Background: an optimization exercise with open tools, aiming at small area, a short achievable clock period and few clock cycles per item. Do not read the settings as production practice. In this exercise RTL edits were held to simulation tests only and were not proved equivalent to the original. Power and IR drop assume default switching activity.

### design.v
module kg9_bcd_addsub (
    input  wire [127:0] x,
    input  wire [127:0] y,
    input  wire         sub,
    output wire [127:0] s,
    output wire         cout
);
    wire [32:0] c;
    assign c[0] = sub;
    genvar i;
    generate
        for (i = 0; i < 32; i = i + 1) begin : g_digit
            wire [3:0] xd = x[4*i +: 4];
            wire [3:0] yd = sub ? (4'd9 - y[4*i +: 4]) : y[4*i +: 4];
            wire [4:0] t  = {1'b0, xd} + {1'b0, yd} + {4'b0, c[i]};
            wire       gt = (t > 5'd9);
            wire [3:0] u  = gt ? (t[3:0] + 4'd6) : t[3:0];
            assign s[4*i +: 4] = u;
            assign c[i+1]      = gt;
        end
    endgenerate
    assign cout = c[32];
endmodule
module kg9_decunit (
    input  wire         clk,
    input  wire         rst,
    input  wire         start,
    input  wire [2:0]   op,
    input  wire [127:0] a,
    input  wire [127:0] b,
    input  wire [13:0]  imm,
    output wire         ready,
    output reg          done,
    output reg  [127:0] res,
    output reg  [127:0] rem,
    output reg          z,
    output reg          n,
    output reg          dv,
    output reg          exc_data,
    output reg          exc_div
);
    localparam OP_ADDP = 3'd0, OP_SUBP = 3'd1, OP_MULP = 3'd2,
               OP_DIVP = 3'd3, OP_CMPP = 3'd4, OP_SHRP = 3'd5;
    localparam S_IDLE = 4'd0,  S_CHECK = 4'd1, S_ADD1 = 4'd2, S_ADD2 = 4'd3,
               S_MUL  = 4'd4,  S_MULF  = 4'd5, S_DIVS = 4'd6, S_DIVT = 4'd7,
               S_DIVF = 4'd8,  S_CMP   = 4'd9, S_SHL  = 4'd10, S_SHR = 4'd11,
               S_SHF  = 4'd12;
    reg [3:0]   state;
    reg [2:0]   op_r;
    reg [127:0] a_r, b_r;
    reg [4:0]   scale;
    reg [5:0]   sh;         
    reg [3:0]   rnd;        
    reg [127:0] acc;        
    reg [123:0] lo;         
    reg [123:0] q;          
    reg [3:0]   cnt;        
    reg [5:0]   idx;        
    reg         ovf;        
    reg [3:0]   drop;       
    wire [123:0] am = a_r[127:4];
    wire [123:0] bm = b_r[127:4];
    reg          sa, sb;    
    function automatic valid_pd(input [127:0] v);
        integer k;
        begin
            valid_pd = (v[3:0] == 4'hC) || (v[3:0] == 4'hD) || (v[3:0] == 4'hF);
            for (k = 1; k < 32; k = k + 1)
                if (v[4*k +: 4] > 4'd9) valid_pd = 1'b0;
        end
    endfunction
    wire a_ok = valid_pd(a_r);
    wire b_ok = valid_pd(b_r);
    wire eff_sub = sa ^ sb ^ (op_r == OP_SUBP);
    reg  [127:0] ax, ay;
    reg          asub;
    wire [127:0] asum;
    wire         acout;
    always @(*) begin
        ax   = {4'd0, am};
        ay   = {4'd0, bm};
        asub = 1'b0;
        case (state)
            S_ADD1: asub = eff_sub;
            S_ADD2: begin ax = {4'd0, bm}; ay = {4'd0, am}; asub = 1'b1; end
            S_MUL:  begin ax = acc; ay = {4'd0, am}; end
            S_DIVT: begin ax = acc; asub = 1'b1; end
            S_CMP:  asub = 1'b1;
            S_SHF:  begin ax = acc; ay = 128'd1; end
            default: ;
        endcase
    end
    kg9_bcd_addsub u_add (.x(ax), .y(ay), .sub(asub), .s(asum), .cout(acout));
    task automatic put_res(input [123:0] mag, input neg);
        begin
            res <= {mag, neg ? 4'hD : 4'hC};
            z   <= (mag == 124'd0);
            n   <= neg && (mag != 124'd0);
        end
    endtask
    wire [5:0]  sh_mag   = sh[5] ? (~sh + 6'd1) : sh;
    wire        rnd_up   = ({1'b0, drop} + {1'b0, rnd}) >= 5'd10;
    assign ready = (state == S_IDLE);
    always @(posedge clk) begin
        if (rst) begin
            state    <= S_IDLE;
            done     <= 1'b0;
        end else begin
            done <= 1'b0;
            case (state)
                S_IDLE: begin
                    if (start) begin
                        op_r  <= op;
                        a_r   <= a;
                        b_r   <= b;
                        sa    <= (a[3:0] == 4'hD);
                        sb    <= (b[3:0] == 4'hD);
                        scale <= imm[4:0];
                        sh    <= imm[13:8];
                        rnd   <= imm[3:0];
                        state <= S_CHECK;
                    end
                end
                S_CHECK: begin
                    exc_data <= 1'b0;
                    exc_div  <= 1'b0;
                    dv       <= 1'b0;
                    if (!b_ok || (op_r != OP_SHRP && !a_ok)) begin
                        exc_data <= 1'b1;
                        done     <= 1'b1;
                        state    <= S_IDLE;
                    end else begin
                        case (op_r)
                            OP_ADDP, OP_SUBP: state <= S_ADD1;
                            OP_MULP: begin
                                acc   <= 128'd0;
                                lo    <= 124'd0;
                                idx   <= 6'd0;
                                cnt   <= b_r[7:4];
                                state <= S_MUL;
                            end
                            OP_DIVP: begin
                                if (bm == 124'd0) begin
                                    exc_div <= 1'b1;
                                    done    <= 1'b1;
                                    state   <= S_IDLE;
                                end else begin
                                    acc   <= 128'd0;
                                    lo    <= am;
                                    q     <= 124'd0;
                                    idx   <= 6'd0;
                                    ovf   <= 1'b0;
                                    state <= S_DIVS;
                                end
                            end
                            OP_CMPP: state <= S_CMP;
                            default: begin  
                                acc   <= {4'd0, bm};
                                idx   <= 6'd0;
                                ovf   <= 1'b0;
                                drop  <= 4'd0;
                                if (sh == 6'd0)
                                    state <= S_SHF;
                                else if (sh[5])
                                    state <= S_SHR;
                                else
                                    state <= S_SHL;
                            end
                        endcase
                    end
                end
                S_ADD1: begin
                    if (!eff_sub) begin
                        put_res(asum[123:0], sa && (asum != 128'd0));
                        dv    <= (asum[127:124] != 4'd0);
                        done  <= 1'b1;
                        state <= S_IDLE;
                    end else if (acout) begin
                        put_res(asum[123:0], sa && (asum != 128'd0));
                        done  <= 1'b1;
                        state <= S_IDLE;
                    end else begin
                        state <= S_ADD2;    
                    end
                end
                S_ADD2: begin
                    put_res(asum[123:0], !sa);
                    done  <= 1'b1;
                    state <= S_IDLE;
                end
                S_MUL: begin
                    if (cnt != 4'd0) begin
                        acc <= asum;
                        cnt <= cnt - 4'd1;
                    end else begin
                        lo  <= {acc[3:0], lo[123:4]};
                        acc <= {4'd0, acc[127:4]};
                        b_r <= {4'd0, b_r[127:4]};
                        cnt <= b_r[11:8];
                        idx <= idx + 6'd1;
                        if (idx == 6'd30)
                            state <= S_MULF;
                    end
                end
                S_MULF: begin
                    put_res(lo, (sa ^ sb) && (lo != 124'd0 || acc != 128'd0));
                    dv    <= (acc != 128'd0);
                    done  <= 1'b1;
                    state <= S_IDLE;
                end
                S_DIVS: begin
                    acc   <= {acc[123:0], lo[123:120]};
                    lo    <= {lo[119:0], 4'd0};
                    cnt   <= 4'd0;
                    state <= S_DIVT;
                end
                S_DIVT: begin
                    if (acout) begin
                        acc <= asum;
                        cnt <= cnt + 4'd1;
                    end else begin
                        q <= {q[119:0], cnt};
                        if (idx < {1'b0, scale} && cnt != 4'd0)
                            ovf <= 1'b1;
                        if (idx == {1'b0, scale} + 6'd30) begin
                            state <= S_DIVF;
                        end else begin
                            idx   <= idx + 6'd1;
                            state <= S_DIVS;
                        end
                    end
                end
                S_DIVF: begin
                    if (ovf) begin
                        exc_div <= 1'b1;
                    end else begin
                        put_res(q, (sa ^ sb) && (q != 124'd0));
                        rem <= {acc[123:0], (sa && acc != 128'd0) ? 4'hD : 4'hC};
                    end
                    done  <= 1'b1;
                    state <= S_IDLE;
                end
                S_CMP: begin : cmp_blk
                    reg an, bn;
                    an = sa && (am != 124'd0);
                    bn = sb && (bm != 124'd0);
                    z  <= (an == bn) && (asum == 128'd0);
                    if (an != bn)
                        n <= an;
                    else if (an)
                        n <= acout && (asum != 128'd0);   
                    else
                        n <= !acout;                       
                    done  <= 1'b1;
                    state <= S_IDLE;
                end
                S_SHL: begin
                    if (acc[123:120] != 4'd0)
                        ovf <= 1'b1;
                    acc <= {4'd0, acc[119:0], 4'd0};
                    idx <= idx + 6'd1;
                    if (idx + 6'd1 == sh_mag)
                        state <= S_SHF;
                end
                S_SHR: begin
                    drop <= acc[3:0];
                    acc  <= {4'd0, acc[127:4]};
                    idx  <= idx + 6'd1;
                    if (idx + 6'd1 == sh_mag)
                        state <= S_SHF;
                end
                S_SHF: begin : shf_blk
                    reg [123:0] m;
                    m = (sh[5] && rnd_up) ? asum[123:0] : acc[123:0];
                    put_res(m, sb && (m != 124'd0 || ovf));
                    dv    <= ovf;
                    done  <= 1'b1;
                    state <= S_IDLE;
                end
                default: state <= S_IDLE;
            endcase
        end
    end
endmodule
### run.sh
#!/bin/bash
# synth_recipe.tcl (not shown) runs the flow's synth.tcl, then flattens the netlist and writes it again
# the make line also repeats each setting of config.mk as NAME=value (left out here)
make -C /OpenROAD-flow-scripts/flow DESIGN_CONFIG=/design/flow/config.mk WORK_HOME=/design/flow/orfs CLKGATE_MAP_FILE= SYNTH_SCRIPT=/design/flow/synth_recipe.tcl finish
### config.mk
export PLATFORM = sky130hd
export DESIGN_NAME = kg9_decunit
export DESIGN_NICKNAME = kg9_decunit
export VERILOG_FILES = /design/flow/design.v
export SDC_FILE = /design/flow/constraint.sdc
export NUM_CORES = 8
export LEC_CHECK = 0
export CAP_MARGIN = 40
export CORE_MARGIN = 2
export CORE_UTILIZATION = 30
export SLEW_MARGIN = 40
### constraint.sdc
create_clock -name core_clock -period 50.0 [get_ports {clk}]
set_input_delay 10.0000 -clock core_clock [delete_from_list [all_inputs] [get_ports {clk}]]
set_output_delay 10.0000 -clock core_clock [all_outputs]
set_load 0.01 [all_outputs]
==> impl_metrics.toml <==
[min_path]
min_path_type = "flop to flop"

[clock_network]
clkSlewWorstSetupHoldPaths_ps = 60
cts_tree = "done"
cts-root-buf = "clkbuf_16"
numCtsBuffers = 107
cts_sinks = 923
clk_path_buf_depth = 3
worst_skew_pair.late_latency_ps = 810
htreeDepth = 3
cts_hold_buf = 0

[yosys]
synth.avg_cell_area_sq_um = 10.3
ys_ff_latch = 923
synth.cell_area_sq_um = 56000
ys_top_cells_by_area = "edfxtp_1 (49%), nand2_1 (5.5%), a222oi_1 (4.9%), ha_1 (3.9%), o21ai_0 (3.1%)"
async_flop_share_pct = 0
synth_edf_count = 918
ys.flop_type = "edfxtp_1"
syn_inst = 5457
yosysTopAreaCell = "edfxtp_1"
ys_seq_area_share_pct = 49.4
yosys.area.top_type_share_pct = 49.2
ys_warn_count = 1
synth_cell_types = 93

[drt]
routed_via_density = 6.35
drtIter0Drc = 11600
wl_mm = 329
via_count = 55900
drtPass1Iterations = 14
routedWlPerCell_microns = 37.4
drc = 0
antenna_left = 0

[cells_and_area]
drive_gt1_share_pct = 12.4
fin_area_sq_um = 71200
syn2layout_area_growth_pct = 27.0
fin_nets = 6719

[flow_run]
cap_violations = 0

[placed_design]
dpl.hpwl_mm = 248
placed_area_sq_um = 67100
gp_congestion = 1.07
portBuffers = 529

[timing]
max_freq_ghz = 0.0209
slew_headroom_pct = 25.8
fin_crit_ps = 47740
fin_crit_sh_pct = 95.5
setup_viol = 0
finalHoldViolCount = 0
finalClockSkew_ps = 57.0
worst_pin_slew_ps = 1100
maxSlewViolCount = 0

[floorplanning]
die_area_sq_um = 190000
io_pins = 539
die_h_microns = 436
start_util_pct = 30.2
die-width_microns = 436
core_area_sq_um = 185000
num_rows = 158

[run_status]
status = "complete, no violations"

[setup_path]
slowest_stage = "nor2_1"
critPathArrivalTime_ps = 48280
critPathLaunchType = "flop"
critical_path.top_delay_family = "adder cells"
crit_top_cell = "fa_1"
end_kind = "flop"
max_stage_delay_ps = 630
required_ps = 50540
worstSetupPathType = "flop to flop"
cp_num_buf_inv = 6
crit_fanout = 12

[global_routing]
first_global_vias = 51300
antenna_found_initial = 55
grt_pass1_wl_mm = 438
grt_max_degree = 93
grt_usage_pct = 33.1
overflow = 0

[power]
total_power_mw = 2.28
irDropWorstVdd_mv = 0.0315
power_density_nw_per_um2 = 32.0
p_leak_nw = 26.1
flip-flops by register name (all words and copies together), names as in the netlist:
signal    count
a_r         128
acc         128
b_r         128
rem         125
res         125
lo          124
q           124
idx           6
sh            6
scale         5
cnt           4
drop          4
state         4
op_r          3
done          1
dv            1
exc_data      1
exc_div       1
n             1
ovf           1
sa            1
sb            1
z             1
layout by cell type, fill, tap and decap left out, types with 45 or more instances in the layout:
cell,n
a21oi_1,305
a221o_1,63
a222oi_1,277
a22o_1,45
a22oi_1,140
and2_1,212
and3_1,107
buf_4,409
clkbuf_16,112
clkdlybuf4s50_1,529
edfxtp_1,918
ha_1,174
inv_1,270
mux2i_1,67
nand2_1,823
nand3_1,73
nand4_1,68
nor2_1,197
nor2b_1,69
nor3_1,51
nor4_1,165
o21ai_0,328
o221ai_1,54
xnor2_1,63
xor2_1,67
logic make-up after synthesis:
| kind of cell | synth area share, % |
|---|---|
| simple gates | 17.3 |
| compound gates | 19.1 |
| flops | 49.4 |
| buf+inv | 4.20 |
| fa+ha+maj | 6.10 |
| xor+xnor | 2.25 |
| mux | 1.66 |
| other cells | 0.0134 |
synthesized netlist by cell type, types with 9 or more instances:
| library cell | n |
|---|---|
| nor3b_1 | 12 |
| buf_1 | 50 |
| o2bb2ai_1 | 11 |
| a221o_1 | 63 |
| xor2_1 | 67 |
| or3_1 | 23 |
| nand2_1 | 827 |
| xnor2_1 | 70 |
| a21boi_0 | 12 |
| nand4_1 | 68 |
| nor4_1 | 175 |
| o211ai_1 | 19 |
| or4_1 | 11 |
| o21ai_0 | 352 |
| mux2_2 | 19 |
| and3b_1 | 16 |
| ha_1 | 174 |
| clkbuf_1 | 287 |
| o32ai_1 | 9 |
| a21oi_1 | 313 |
| a31oi_1 | 10 |
| or2_2 | 10 |
| nand2b_1 | 34 |
| a22oi_1 | 140 |
| a31o_2 | 11 |
| mux2i_1 | 70 |
| o21a_1 | 16 |
| nor2_1 | 208 |
| nor2b_1 | 70 |
| a22o_1 | 45 |
| inv_1 | 271 |
| o221ai_1 | 63 |
| o2111ai_1 | 13 |
| and2_1 | 215 |
| a222oi_1 | 277 |
| and3_1 | 107 |
| fa_1 | 62 |
| nor3_1 | 56 |
| nand3b_1 | 25 |
| nand3_1 | 73 |
| edfxtp_1 | 918 |
| a21o_1 | 22 |
per-stage QoR:
stage | hold WS, ps | utilization, % | setup slack (ps) | std cells | setup TNS, ps
after floorplan | 503 | - | 27.6 | 5461 | 0
after global placement | 563 | 36.1 | 423 | 8555 | 0
final | 587 | 38.4 | 2260 | 8801 | 0
after detailed placement | 572 | 36.2 | -66.0 | 8558 | -66.0
after global routing | 610 | 38.3 | -71.8 | 8780 | -5540
after CTS | 583 | 38.1 | 38.1 | 8760 | 0
worst reg2reg max path, delay by kind of cell (launching register included):
family                   cells  cell delay, ps
buffers and inverters        6             600
AO/OA/AOI/OAI               46            7190
flip-flops                   1             420
adder cells (fa/ha/maj)     65           26380
XOR/XNOR                    22            4440
AND/OR/NAND/NOR             51            8470
power breakdown:
group / switching, mW / leakage, nW / internal [mW] / total, mW
combinational: 0.351 / 16.2 / 0.192 / 0.542
sequential: 0.0498 / 8.20 / 0.878 / 0.928
clock: 0.358 / 1.65 / 0.448 / 0.806
cell type report:
type	count	area (sq um)
fill	18400	114000
sequential	923	27700
multi-input combinational	3919	26700
timing repair buffer	984	9160
tap	2480	3100
clock buffer	127	2820
inverter	272	1020
clock inverter	72	644
antenna	24	60.1
worst paths after layout:
check	slack, ps	start	depth (start not counted)	end
hold / removal	590	q[16]$_SDFFCE_PN0P_	1	q[20]$_SDFFCE_PN0P_
hold reg to reg	590	q[16]$_SDFFCE_PN0P_	1	q[20]$_SDFFCE_PN0P_
setup reg to reg	2260	state[3]$_SDFFE_PP0P_	190	n$_DFFE_PP_
setup / recovery	2260	state[3]$_SDFFE_PP0P_	190	n$_DFFE_PP_
routing by layer:
layer  routed length [microns]  vias to the layer above  part of all wire (%)  GRT usage, %
met1                    112000                    27300                    34          38.7
met5                       427                        -                  0.13             0
met3                     43900                     1263                    13          11.8
li1                          -                    22600                     -             -
met4                     35900                       42                    11          29.9
met2                    137000                     4770                    42          47.6
timing repair:
action / in CTS / in global routing
cloned: 0 / 2
buffers inserted: 3 / 9
gates resized for setup: 5 / 52
pin swaps: 0 / 4
endpoints found under the setup margin: 121 / 409
Testbench counts, summed over its fixed seeds: cycles 59,500, ops 2,400.

## port drivers added, routing unchanged
The flow's constraints put no driver on any port. The routed layout listed below was extracted and timed again, unchanged, in two steps. Step 1 (the two cells are an assumption about what drives the block):
set clk [get_ports {clk}]
set_driving_cell -lib_cell sky130_fd_sc_hd__clkbuf_16 $clk
set_driving_cell -lib_cell sky130_fd_sc_hd__buf_2 [delete_from_list [all_inputs] $clk]
Step 2, shift: input delay + t, output delay - t, t = (earliest + latest rising clock arrival at the registers) / 2. This alone moves slack from input paths to output paths. Slacks: ideal ports / drivers / drivers and shift; pairs: ideal ports / drivers.
t, ns: 0.873
setup slack, ns: 2.257 / 2.257 / 2.257
hold slack, ns: 0.587 / 0.587 / 0.587
After both steps this run still meets setup and hold. The setup slack of this run moves by 0.000 ns with the drivers and by 0.000 ns with both steps.
